This design comes from an exercise in tuning for small area, a short achievable clock period and few clock cycles per item on the open sky130 flow, not from production work. RTL that was checked went through simulation tests only; none was proved equivalent to the original. Power and IR drop assume default switching activity.

== north ==
==> flow/design.v <==
module pwm_minp (
    input  wire        clk,
    input  wire        rst,
    input  wire        in_valid,
    output wire        in_ready,
    input  wire [18:0] in_per,
    input  wire [13:0] in_dly_r,
    input  wire [13:0] in_dly_f,
    input  wire [10:0] in_duty_max,
    input  wire        in_clamp,
    input  wire        in_clear,
    input  wire [7:0]  in_ls,
    input  wire [75:0] in_h,
    input  wire [3:0]  in_centre,
    output reg         out_valid,
    output reg  [7:0]  out_ls,
    output reg  [75:0] out_on,
    output reg  [75:0] out_off,
    output reg  [3:0]  out_drop,
    output reg  [3:0]  out_raise
);
    assign in_ready = 1'b1;
    reg        s0_valid;
    reg [18:0] s0_per;
    reg [13:0] s0_dly_r, s0_dly_f;
    reg [10:0] s0_duty_max;
    reg        s0_clamp, s0_clear;
    reg [7:0]  s0_ls;
    reg [75:0] s0_h;
    reg [3:0]  s0_centre;
    always @(posedge clk) begin
        s0_valid    <= in_valid & ~rst;
        s0_per      <= in_per;
        s0_dly_r    <= in_dly_r;
        s0_dly_f    <= in_dly_f;
        s0_duty_max <= in_duty_max;
        s0_clamp    <= in_clamp;
        s0_clear    <= in_clear;
        s0_ls       <= in_ls;
        s0_h        <= in_h;
        s0_centre   <= in_centre;
    end
    wire [28:0] duty_prod = s0_duty_max[9:0] * s0_per;
    wire [14:0] thr_h0    = 15'd2000 + s0_dly_r;
    wire [14:0] thr_l0    = 15'd2000 + s0_dly_f;
    wire [18:0] pmt0      = s0_per - thr_l0;
    reg        s1_valid;
    reg [18:0] s1_per, s1_max_h, s1_pmt;
    reg [14:0] s1_thr_h;
    reg        s1_full, s1_clamp;
    reg [7:0]  s1_ls;
    reg [75:0] s1_h;
    reg [3:0]  s1_centre;
    always @(posedge clk) begin
        s1_valid  <= s0_valid & ~rst;
        s1_per    <= s0_per;
        s1_max_h  <= duty_prod[28:10] | (s0_duty_max[10] ? s0_per : 19'd0);
        s1_pmt    <= pmt0;
        s1_thr_h  <= thr_h0;
        s1_full   <= s0_duty_max[10];
        s1_clamp  <= s0_clamp;
        s1_ls     <= s0_ls;
        s1_h      <= s0_h;
        s1_centre <= s0_centre;
    end
    reg [18:0] cv [0:3];         
    reg [3:0]  cf_low;           
    reg [18:0] per_c;            
    reg rst_q;
    always @(posedge clk) rst_q <= rst;
    always @(posedge clk)
        if (s1_valid) per_c <= s1_per;
    wire c_zero = rst_q | (s0_valid & s0_clear);
    reg        s2_valid;
    reg [18:0] s2_per;
    reg [7:0]  s2_ls;
    reg [75:0] s2_h;
    reg [3:0]  s2_centre, s2_drop, s2_raise;
    genvar l;
    generate
        for (l = 0; l < 4; l = l + 1) begin : g_leg
            wire [18:0] h   = s1_h[19*l +: 19];
            wire        sw  = (s1_ls[2*l +: 2] == 2'd0);
            wire [18:0] v   = cv[l];
            wire        f   = cf_low[l];
            wire r_nz    = |h;
            wire r_sh    = r_nz & (h[18:15] == 4'd0) & (h[14:0] < s1_thr_h);
            wire r_isper = (h == s1_per);
            wire r_sl    = (h > s1_pmt) & ~r_isper;
            wire [19:0] x0 = {1'b0, h};
            wire [19:0] x1 = {1'b0, v};
            wire [19:0] x2 = f ? {1'b1, ~per_c} : 20'd0;
            wire [19:0] cs_s = x0 ^ x1 ^ x2;
            wire [19:0] cs_c = (x0 & x1) | (x0 & x2) | (x1 & x2);
            wire [19:0] hc;
            add_bk #(20) u_hc (.a(cs_s), .b({cs_c[18:0], f}), .ci(1'b0), .s(hc), .co());
            wire neg  = hc[19];
            wire over = ~neg & (hc[18:0] > s1_max_h);
            wire nz_c    = ~neg & (|hc[18:0]);
            wire sh_c    = nz_c & (hc[18:15] == 4'd0) & (hc[14:0] < s1_thr_h);
            wire isper_c = ~neg & (hc[18:0] == s1_per);
            wire sl_c    = ~neg & (hc[18:0] > s1_pmt) & ~isper_c;
            wire nz    = over ? r_nz    : nz_c;
            wire sh    = over ? r_sh    : sh_c;
            wire isper = over ? r_isper : isper_c;
            wire sl    = over ? r_sl    : sl_c;
            wire cf    = s1_clamp | over;
            wire dropH  = sh & ~cf;
            wire raiseH = sh & cf;
            wire dropL  = sl & ~cf & s1_full;
            wire raiseL = sl & ~(~cf & s1_full);
            wire [18:0] h1 = over ? h : (neg ? 19'd0 : hc[18:0]);
            wire [18:0] h3 = raiseH ? {4'd0, s1_thr_h} : raiseL ? s1_pmt : h1;
            wire isLow  = ~nz | dropH;
            wire isHigh = isper | dropL;
            always @(posedge clk) begin
                if (c_zero) begin
                    cv[l]     <= 19'd0;
                    cf_low[l] <= 1'b0;
                end else if (s1_valid) begin
                    cv[l]     <= (sw & (dropH | dropL)) ? hc[18:0] : 19'd0;
                    cf_low[l] <= sw & dropL;
                end
            end
            always @(posedge clk) begin
                s2_h[19*l +: 19] <= h3;
                s2_ls[2*l +: 2]  <= ~sw ? s1_ls[2*l +: 2] : isLow ? 2'd1 : isHigh ? 2'd2 : 2'd0;
                s2_drop[l]       <= sw & (dropH | dropL);
                s2_raise[l]      <= sw & (raiseH | raiseL);
            end
        end
    endgenerate
    always @(posedge clk) begin
        s2_valid  <= s1_valid & ~rst;
        s2_per    <= s1_per;
        s2_centre <= s1_centre;
    end
    wire [19:0] per1 = {1'b0, s2_per} + 20'd1;
    generate
        for (l = 0; l < 4; l = l + 1) begin : g_place
            wire [18:0] h3  = s2_h[19*l +: 19];
            wire [1:0]  ls  = s2_ls[2*l +: 2];
            wire [19:0] a   = s2_centre[l] ? per1 : {s2_per, 1'b0};
            wire [19:0] b   = s2_centre[l] ? per1 : 20'd0;
            wire [19:0] son, sof;
            add_bk #(20) u_on  (.a(a), .b({1'b1, ~h3}), .ci(1'b1), .s(son), .co());
            add_bk #(20) u_off (.a(b), .b({1'b0, h3}),  .ci(1'b0), .s(sof), .co());
            always @(posedge clk) begin
                out_ls[2*l +: 2]    <= ls;
                out_on[19*l +: 19]  <= (ls == 2'd0) ? son[19:1] : 19'd0;
                out_off[19*l +: 19] <= (ls == 2'd0) ? sof[19:1] : (ls == 2'd2) ? s2_per : 19'd0;
            end
        end
    endgenerate
    always @(posedge clk) begin
        out_valid <= s2_valid & ~rst;
        out_drop  <= s2_drop;
        out_raise <= s2_raise;
    end
endmodule
module add_bk #(parameter W = 20) (
    input  wire [W-1:0] a,
    input  wire [W-1:0] b,
    input  wire         ci,
    output wire [W-1:0] s,
    output wire         co
);
    localparam LG = (W <= 2) ? 1 : (W <= 4) ? 2 : (W <= 8) ? 3 : (W <= 16) ? 4 : (W <= 32) ? 5 : 6;
    reg [W-1:0] g, p;
    reg [W:0]   c;
    integer i, d;
    wire [W-1:0] p0 = a ^ b;
    wire [W-1:0] g0 = a & b;
    always @* begin
        g = g0;
        p = p0;
        g[0] = g[0] | (p[0] & ci);
        for (d = 1; d < (1 << LG); d = d * 2)
            for (i = 2*d - 1; i < W; i = i + 2*d) begin
                g[i] = g[i] | (p[i] & g[i-d]);
                p[i] = p[i] & p[i-d];
            end
        for (d = (1 << (LG - 1)) / 2; d >= 1; d = d / 2)
            for (i = 3*d - 1; i < W; i = i + 2*d) begin
                g[i] = g[i] | (p[i] & g[i-d]);
                p[i] = p[i] & p[i-d];
            end
        c[0] = ci;
        for (i = 0; i < W; i = i + 1) c[i+1] = g[i];
    end
    assign s  = p0 ^ c[W-1:0];
    assign co = c[W];
endmodule
Settings: LEC_CHECK=0, ABC_AREA=1, CAP_MARGIN=50, CORE_MARGIN=2, CORE_UTILIZATION=40, SLEW_MARGIN=70; clock period 26.0 ns.
standard.sh (not shown) runs the stock make flow with config.mk's settings and CLKGATE_MAP_FILE= SYNTH_SCRIPT=/design/flow/synth_recipe.tcl, a recipe that flattens the netlist after the stock synthesis.
==> flow/flow/run.sh <==
#!/bin/bash
# The standard layout, with every port buffered by a buf_2 instead of the
# buffer_ports default, and timing repair aiming at 19.5 ns of setup slack.
set -euo pipefail
export BUFFER_PORTS_ARGS="-buffer_cell sky130_fd_sc_hd__buf_2"
export SETUP_SLACK_MARGIN=19.5
bash standard.sh > standard.log 2>&1
north finished end to end and its layout was clean on timing, DRC and antenna.
Testbench counts of north, summed over its fixed seeds: cycles 32,032, items 32,000.
--- input diff north..east ---
--- a/flow/design.v
+++ b/flow/design.v
@@ -61,8 +61,9 @@
         s1_clamp  <= s0_clamp;
         s1_ls     <= s0_ls;
-        s1_h      <= s0_h;
+        s1_h      <= s0_valid ? s0_h : 76'd0;
         s1_centre <= s0_centre;
     end
     reg [18:0] cv [0:3];         
+    reg [3:0]  cnz;              
     reg [3:0]  cf_low;           
     reg [18:0] per_c;            
@@ -82,6 +83,6 @@
             wire [18:0] h   = s1_h[19*l +: 19];
             wire        sw  = (s1_ls[2*l +: 2] == 2'd0);
-            wire [18:0] v   = cv[l];
-            wire        f   = cf_low[l];
+            wire [18:0] v   = cnz[l] ? cv[l] : 19'd0;
+            wire        f   = s1_valid & cf_low[l];
             wire r_nz    = |h;
             wire r_sh    = r_nz & (h[18:15] == 4'd0) & (h[14:0] < s1_thr_h);
@@ -116,10 +117,11 @@
             always @(posedge clk) begin
                 if (c_zero) begin
-                    cv[l]     <= 19'd0;
+                    cnz[l]    <= 1'b0;
                     cf_low[l] <= 1'b0;
                 end else if (s1_valid) begin
-                    cv[l]     <= (sw & (dropH | dropL)) ? hc[18:0] : 19'd0;
+                    cnz[l]    <= sw & (dropH | dropL);
                     cf_low[l] <= sw & dropL;
                 end
+                cv[l] <= hc[18:0];
             end
             always @(posedge clk) begin
Findings:
- north → east: final net count increased by 385 relative to the old numbers, worst clock skew decreased by 0.012 ns relative to the old numbers.
- met2 layer usage reported by global route came out lower on east than on north.
- In the reports for north and east, the larger total instance count after detailed placement belongs to east.
- Re share of synthesized area occupied by flip-flops and latches: east is 0.48 points down on north.
- Compared to north, the routing of east uses more wire.
- [east] clock network power share rose 1.3 points relative to north
- Capture point of the critical path: out_drop[3] -> east, out_raise[1] -> north
- east ended up with a lower ratio of final minimum period to clock period than north did.
- Fraction of layout cells with a size suffix above 1 (east over north): decrease, 0.34 points
- Sort north and east by synthesized net count, descending, and east comes first.
- north → east: multi-input combinational cell count moved up; first-pass GRT wire length moved up.
- Relative to north, worst slew margin relative to its limit decreased by 1.0 points in east.
- Worst-case setup margin in the final layout in east is 0.060 ns above north.
- Start point of the critical path = out_drop[3]$_DFF_P_: east; start point of the critical path = out_raise[1]$_DFF_P_: north
Function not checked in east: the RTL went through the layout flow alone.

==> re-timing with driven ports <==
In the flow no input, the clock included, has a driving cell. The finished layouts below were timed again as built, in two steps.
Step 1 sets driving cells, clkbuf_16 on the clock port and buf_2 on the other inputs (assumed; they add their load-dependent delay and slew).
Step 2, shift: input delay + t, output delay - t, t = (earliest + latest rising clock arrival at the registers) / 2. This alone moves slack from input paths to output paths.
Slacks: ideal ports / drivers / drivers and shift; pairs: ideal ports / drivers.
run	shift t [ns]	setup slack, ns	hold WS [ns]	worst data-port slew with drivers (ns)	pins driven straight from the clock port
north	0.809	19.518 / 19.438 / 19.895	0.322 / 0.322 / 0.322	0.05	1
east	0.794	19.578 / 19.501 / 19.796	0.322 / 0.322 / 0.322	0.10	1
After both steps setup and hold are still met in every run listed.
